From an optimization exercise on the open Yosys and OpenROAD flow, aimed at small area, a short achievable clock period and few clock cycles per item; shortcuts taken in it are not production practice.
At most, simulation tests tie the RTL to the original design; equivalence was not proved.

== main ==
==> flow/design.v <==
module cell_check (
    input  wire        clk,
    input  wire        rst,
    input  wire        in_valid,
    output wire        in_ready,
    input  wire [31:0] in_data,      
    input  wire [3:0]  in_stream,    
    output reg         res_valid,    
    output reg  [1:0]  res_kind,     
    output reg  [3:0]  res_stream,
    output reg  [15:0] res_lost      
);
    localparam [31:0] POLY_R = 32'hEDB8_8320;    
    localparam [31:0] HC     = 32'h76AD_8866;
    function [31:0] crc_shift32;
        input [31:0] x;
        reg t32, t33, t34, t35, t36, t37, t38, t39, t40, t41, t42, t43, t44, t45, t46, t47, t48, t49, t50, t51, t52, t53, t54, t55, t56, t57, t58, t59, t60, t61, t62, t63, t64, t65, t66, t67, t68, t69, t70, t71, t72, t73, t74, t75, t76, t77, t78, t79, t80, t81, t82, t83, t84, t85, t86, t87, t88, t89, t90, t91, t92, t93, t94, t95, t96, t97, t98, t99, t100, t101, t102;
        begin
            t32 = x[2] ^ x[7];
            t33 = x[0] ^ x[22];
            t34 = x[3] ^ x[6];
            t35 = x[1] ^ x[23];
            t36 = x[4] ^ t33;
            t37 = x[16] ^ x[28];
            t38 = x[11] ^ x[25];
            t39 = x[24] ^ x[30];
            t40 = x[17] ^ x[29];
            t41 = x[18] ^ x[26];
            t42 = x[5] ^ x[31];
            t43 = x[19] ^ x[27];
            t44 = x[14] ^ x[15];
            t45 = x[12] ^ x[13];
            t46 = x[9] ^ x[10];
            t47 = x[5] ^ x[8];
            t48 = x[20] ^ t32;
            t49 = x[3] ^ x[21];
            t50 = t39 ^ t40;
            t51 = x[23] ^ t37;
            t52 = x[7] ^ x[25];
            t53 = x[4] ^ x[11];
            t54 = x[21] ^ t34;
            t55 = x[30] ^ t43;
            t56 = x[13] ^ t41;
            t57 = x[27] ^ t38;
            t58 = t35 ^ t43;
            t59 = x[24] ^ t47;
            t60 = x[0] ^ t45;
            t61 = x[29] ^ x[31];
            t62 = x[9] ^ x[28];
            t63 = x[15] ^ x[24];
            t64 = x[2] ^ x[20];
            t65 = x[10] ^ x[12];
            t66 = x[12] ^ t42;
            t67 = x[26] ^ t46;
            t68 = x[18] ^ t44;
            t69 = x[14] ^ t51;
            t70 = t36 ^ t56;
            t71 = x[8] ^ t48;
            t72 = t34 ^ t36;
            t73 = x[6] ^ t48;
            t74 = x[2] ^ x[28];
            t75 = x[9] ^ x[17];
            t76 = x[10] ^ x[22];
            t77 = x[15] ^ x[25];
            t78 = x[1] ^ x[10];
            t79 = x[4] ^ x[19];
            t80 = x[20] ^ x[31];
            t81 = x[7] ^ t37;
            t82 = x[13] ^ t53;
            t83 = t49 ^ t65;
            t84 = x[17] ^ t42;
            t85 = x[14] ^ t32;
            t86 = x[30] ^ t38;
            t87 = t33 ^ t42;
            t88 = x[8] ^ t62;
            t89 = x[16] ^ t52;
            t90 = x[6] ^ t50;
            t91 = t54 ^ t60;
            t92 = t51 ^ t63;
            t93 = t52 ^ t68;
            t94 = t36 ^ t45;
            t95 = t35 ^ t67;
            t96 = t32 ^ t54;
            t97 = t40 ^ t59;
            t98 = t57 ^ t64;
            t99 = t58 ^ t76;
            t100 = t41 ^ t66;
            t101 = x[14] ^ t55;
            t102 = t53 ^ t73;
            crc_shift32[0] = (t72 ^ (((x[16] ^ x[26]) ^ t35) ^ t71));
            crc_shift32[1] = (((t35 ^ t49) ^ t59) ^ (t75 ^ ((x[27] ^ x[4]) ^ t32)));
            crc_shift32[2] = (t72 ^ (t59 ^ (t74 ^ ((x[18] ^ x[25]) ^ t46))));
            crc_shift32[3] = (t95 ^ ((x[7] ^ (x[29] ^ x[5])) ^ (t79 ^ (t34 ^ t38))));
            crc_shift32[4] = ((((x[26] ^ x[27]) ^ t39) ^ (t47 ^ t65)) ^ t102);
            crc_shift32[5] = (t91 ^ (t88 ^ ((x[7] ^ t42) ^ t57)));
            crc_shift32[6] = (t69 ^ (t60 ^ (t64 ^ ((x[29] ^ x[3]) ^ t46))));
            crc_shift32[7] = ((t50 ^ t82) ^ (t78 ^ (t44 ^ t49)));
            crc_shift32[8] = ((t66 ^ t68) ^ (t86 ^ ((x[16] ^ x[2]) ^ t36)));
            crc_shift32[9] = (t94 ^ (((x[15] ^ x[19]) ^ t84) ^ t71));
            crc_shift32[10] = (((x[9] ^ (x[21] ^ x[5])) ^ t85) ^ t70);
            crc_shift32[11] = ((t47 ^ (t34 ^ t44)) ^ t99);
            crc_shift32[12] = ((x[9] ^ t92) ^ t102);
            crc_shift32[13] = (t97 ^ (t89 ^ (x[0] ^ t83)));
            crc_shift32[14] = (t70 ^ (t86 ^ (t75 ^ (x[8] ^ (x[1] ^ x[6])))));
            crc_shift32[15] = (t100 ^ (t85 ^ (t46 ^ t58)));
            crc_shift32[16] = (t99 ^ (t82 ^ ((x[26] ^ t63) ^ t81)));
            crc_shift32[17] = ((t97 ^ t98) ^ (x[12] ^ t69));
            crc_shift32[18] = (t91 ^ (t50 ^ (t77 ^ (t41 ^ t62))));
            crc_shift32[19] = (t70 ^ (((t61 ^ t78) ^ t89) ^ t101));
            crc_shift32[20] = (t72 ^ (((x[11] ^ t44) ^ t55) ^ (t81 ^ t84)));
            crc_shift32[21] = ((((x[15] ^ x[3]) ^ t33) ^ (t40 ^ t74)) ^ t100);
            crc_shift32[22] = (t71 ^ (t56 ^ ((x[22] ^ x[29]) ^ t55)));
            crc_shift32[23] = (t101 ^ (t88 ^ (t80 ^ ((x[0] ^ x[23]) ^ t49))));
            crc_shift32[24] = (t96 ^ (((x[8] ^ t61) ^ t67) ^ t92));
            crc_shift32[25] = (t98 ^ (t90 ^ t95));
            crc_shift32[26] = ((((x[28] ^ x[31]) ^ t32) ^ (t39 ^ t41)) ^ (t57 ^ t83));
            crc_shift32[27] = (t73 ^ ((t58 ^ t60) ^ (t61 ^ (t37 ^ t38))));
            crc_shift32[28] = ((t90 ^ t94) ^ (x[21] ^ t69));
            crc_shift32[29] = (t93 ^ (t87 ^ ((x[13] ^ t35) ^ t50)));
            crc_shift32[30] = ((((x[22] ^ x[3]) ^ t39) ^ (t79 ^ t80)) ^ t93);
            crc_shift32[31] = ((((x[19] ^ x[1]) ^ t77) ^ t87) ^ t96);
        end
    endfunction
    function [31:0] bswap;
        input [31:0] w;
        bswap = {w[7:0], w[15:8], w[23:16], w[31:24]};
    endfunction
    localparam [1:0] S_W0  = 2'd0,   
                     S_W1  = 2'd1,   
                     S_PRE = 2'd2,   
                     S_DAT = 2'd3;   
    reg  [1:0]  st;
    reg         rdy;         
    reg  [6:0]  wcnt;        
    reg  [31:0] cx;          
    reg         dec;         
    reg  [31:0] acc;         
    wire        take = in_valid & rdy_st;
    wire        last = (wcnt == 7'd66);
    reg         idle;
    reg  [15:0] seq;         
    reg  [3:0]  cs;          
    wire        rdy_st = (st == S_W0) || (st == S_DAT);
    assign in_ready = rdy;
    always @(posedge clk) begin
        if (st == S_W1)
            cx <= ~bswap({5'd0, acc[27:17], acc[7:0], in_data[31:24]});
        else if (st == S_PRE)
            cx <= crc_shift32(cx) ^ bswap(acc);
        else if (st == S_DAT && take)
            cx <= crc_shift32(cx) ^ (last ? ~in_data : bswap(in_data));
        if (st == S_PRE)
            wcnt <= 7'd0;
        else if (take)
            wcnt <= wcnt + 7'd1;
        dec <= 1'b0;
        rdy <= 1'b1;
        if (rst)
            st <= S_W0;
        else begin
            case (st)
            S_W0:
                if (take) begin
                    st  <= S_W1;
                    rdy <= 1'b0;
                end
            S_W1: begin
                rdy <= 1'b0;
                if (in_valid) st <= S_PRE;
            end
            S_PRE: st <= S_DAT;
            default:
                if (take && last) begin
                    st  <= S_W0;
                    dec <= 1'b1;
                end
            endcase
        end
    end
    reg  [16:0] ring [0:15];
    reg  [3:0]  head;
    reg  [15:0] lseq;        
    reg         lsync;
    reg  [3:0]  lid;
    reg         dirty;       
    wire        hit   = (head == lid);
    wire        fetch = (lid != cs) && !dirty && (head == cs);
    integer k;
    always @(posedge clk) begin
        ring[0] <= hit ? {lsync & ~rst, lseq} : {ring[15][16] & ~rst, ring[15][15:0]};
        for (k = 1; k < 16; k = k + 1)
            ring[k] <= {ring[k-1][16] & ~rst, ring[k-1][15:0]};
        head <= rst ? 4'd0 : head + 4'd1;
    end
    reg         dq;          
    wire [15:0] delta = idle ? seq : (lsync ? (lseq ^ seq) : 16'd0);
    wire [31:0] macc  = acc[0] ? ((acc >> 1) ^ POLY_R) : (acc >> 1);
    wire        hwin  = (wcnt[6:4] == 3'd3) || (wcnt == 7'd64);
    wire [3:0]  hcnt  = wcnt[3:0];
    always @(posedge clk) begin
        if (st == S_W0 && take)
            acc <= in_data;
        else if (st == S_DAT && take && hwin) begin
            dq  <= delta[{~hcnt[3], hcnt[2:0]}];
            acc <= (wcnt == 7'd48) ? 32'd0 : (macc ^ (dq ? HC : 32'd0));
        end
    end
    reg         ok_a, ok_b, dec2;
    wire [15:0] expv   = lsync ? lseq : seq;
    wire [15:0] exp1   = expv + 16'd1;
    wire [15:0] seq1   = seq + 16'd1;
    wire [15:0] nseq   = ok_a ? exp1 : seq1;
    wire        kind2  = !idle && !ok_a && ok_b;
    wire        upd    = dec2 && !idle && (ok_a || ok_b);
    always @(posedge clk) begin
        ok_a <= (cx == acc);                   
        ok_b <= (cx == 32'd0);                 
        dec2 <= dec & ~rst;
        if (rst) begin
            lsync <= 1'b0;
            dirty <= 1'b0;
            lid   <= 4'd0;
        end else if (upd) begin
            lseq  <= nseq;
            lsync <= 1'b1;
            dirty <= 1'b1;
        end else if (fetch) begin
            lseq  <= ring[15][15:0];
            lsync <= ring[15][16];
            lid   <= cs;
        end else if (hit)
            dirty <= 1'b0;
        if (st == S_W1 && in_valid) begin
            cs   <= in_stream;
            seq  <= {acc[7:0], in_data[31:24]};
            idle <= (acc[31:28] == 4'd0);
        end
        res_valid  <= dec2 & ~rst;
        res_kind   <= idle ? (ok_a ? 2'd1 : 2'd3) : (ok_a ? 2'd0 : (ok_b ? 2'd2 : 2'd3));
        res_stream <= cs;
        res_lost   <= kind2 ? (seq - lseq) : 16'd0;
    end
endmodule
clock: 8.0 ns
lec_check: 0
cap_margin: 20
core_margin: 2
core_utilization: 40
slew_margin: 20
standard.sh (not shown) runs the stock make flow with config.mk's settings and CLKGATE_MAP_FILE= SYNTH_SCRIPT=/design/flow/synth_recipe.tcl, a recipe that flattens the netlist after the stock synthesis.
==> flow/flow/run.sh <==
#!/bin/bash
# Standard layout, with the timing repair aimed further below the clock period
# than the 5 ns SETUP_SLACK_MARGIN allows in config.mk, plain buffers on the
# ports and the clock tree settings below. Make's own output goes to make.log;
# each ORFS step writes its log under orfs/logs/.
set -euo pipefail
bash standard.sh 'BUFFER_PORTS_ARGS=-buffer_cell sky130_fd_sc_hd__buf_4' \
    'CTS_ARGS=-sink_clustering_enable -repair_clock_nets -sink_clustering_size 28 -sink_clustering_max_diameter 70 -buf_list sky130_fd_sc_hd__clkbuf_16 -dont_use_dummy_load' \
    SETUP_SLACK_MARGIN=5.45 finish > make.log 2>&1
Inputs modified between main and the feature branch:
--- a/flow/design.v
+++ b/flow/design.v
@@ -207,9 +207,7 @@
     end
     reg         ok_a, ok_b, dec2;
     wire [15:0] expv   = lsync ? lseq : seq;
-    wire [15:0] exp1   = expv + 16'd1;
-    wire [15:0] seq1   = seq + 16'd1;
-    wire [15:0] nseq   = ok_a ? exp1 : seq1;
+    wire [15:0] nseq   = ((ok_a && lsync) ? lseq : seq) + 16'd1;
     wire        kind2  = !idle && !ok_a && ok_b;
     wire        upd    = dec2 && !idle && (ok_a || ok_b);
     always @(posedge clk) begin
--- outcome ---
- Diff main -> the feature branch: initial antenna violation count lower, final antenna-violating net count roughly the same.
- Going from main to the feature branch, source-to-sink clock delay at the later pin of the worst-skew pair saw a decrease; worst slack on hold paths +28 ps.
- First-pass GRT wire length: the feature branch < main
- Looking at fraction of area in multi-input gates, the feature branch sits below main.
- The feature branch vs. main: utilization after layout held steady; global-route track usage on met3 grew by 0.28 points.
- Part of the cycle the worst path needs: the feature branch and main compared, lower one is the feature branch
Testbench counts of the feature branch, summed over its fixed seeds: cycles 89,624, cells 1,280.
The RTL of main was laid out without a check of its function.

port drivers added, routing unchanged:
In the flow no input, the clock included, has a driving cell. The finished layouts below were timed again as built, in two steps.
Step 1, drivers: a clkbuf_16 drives clk and a buf_2 each remaining input, both assumed.
Step 2 times the ports against the registers' clock, not the clock port: input delays grow and output delays shrink by t, the midpoint of the rising clock arrivals with the driver on.
a / b / c = ideal / step 1 / step 2; a / b = the first two.
run	t, ns	slack for setup (ns)	worst hold slack (ns)	slew at the worst register clock pin (ns)
main	0.596	5.378 / 5.320 / 4.920	0.286 / 0.286 / 0.286	0.10 / 0.10
the feature branch	0.551	5.412 / 5.364 / 4.987	0.313 / 0.313 / 0.313	0.10 / 0.10
After both steps setup and hold are still met in every run listed. For main, which loses most, drivers alone change the setup slack by -0.058 ns; drivers and shift together by -0.458 ns.
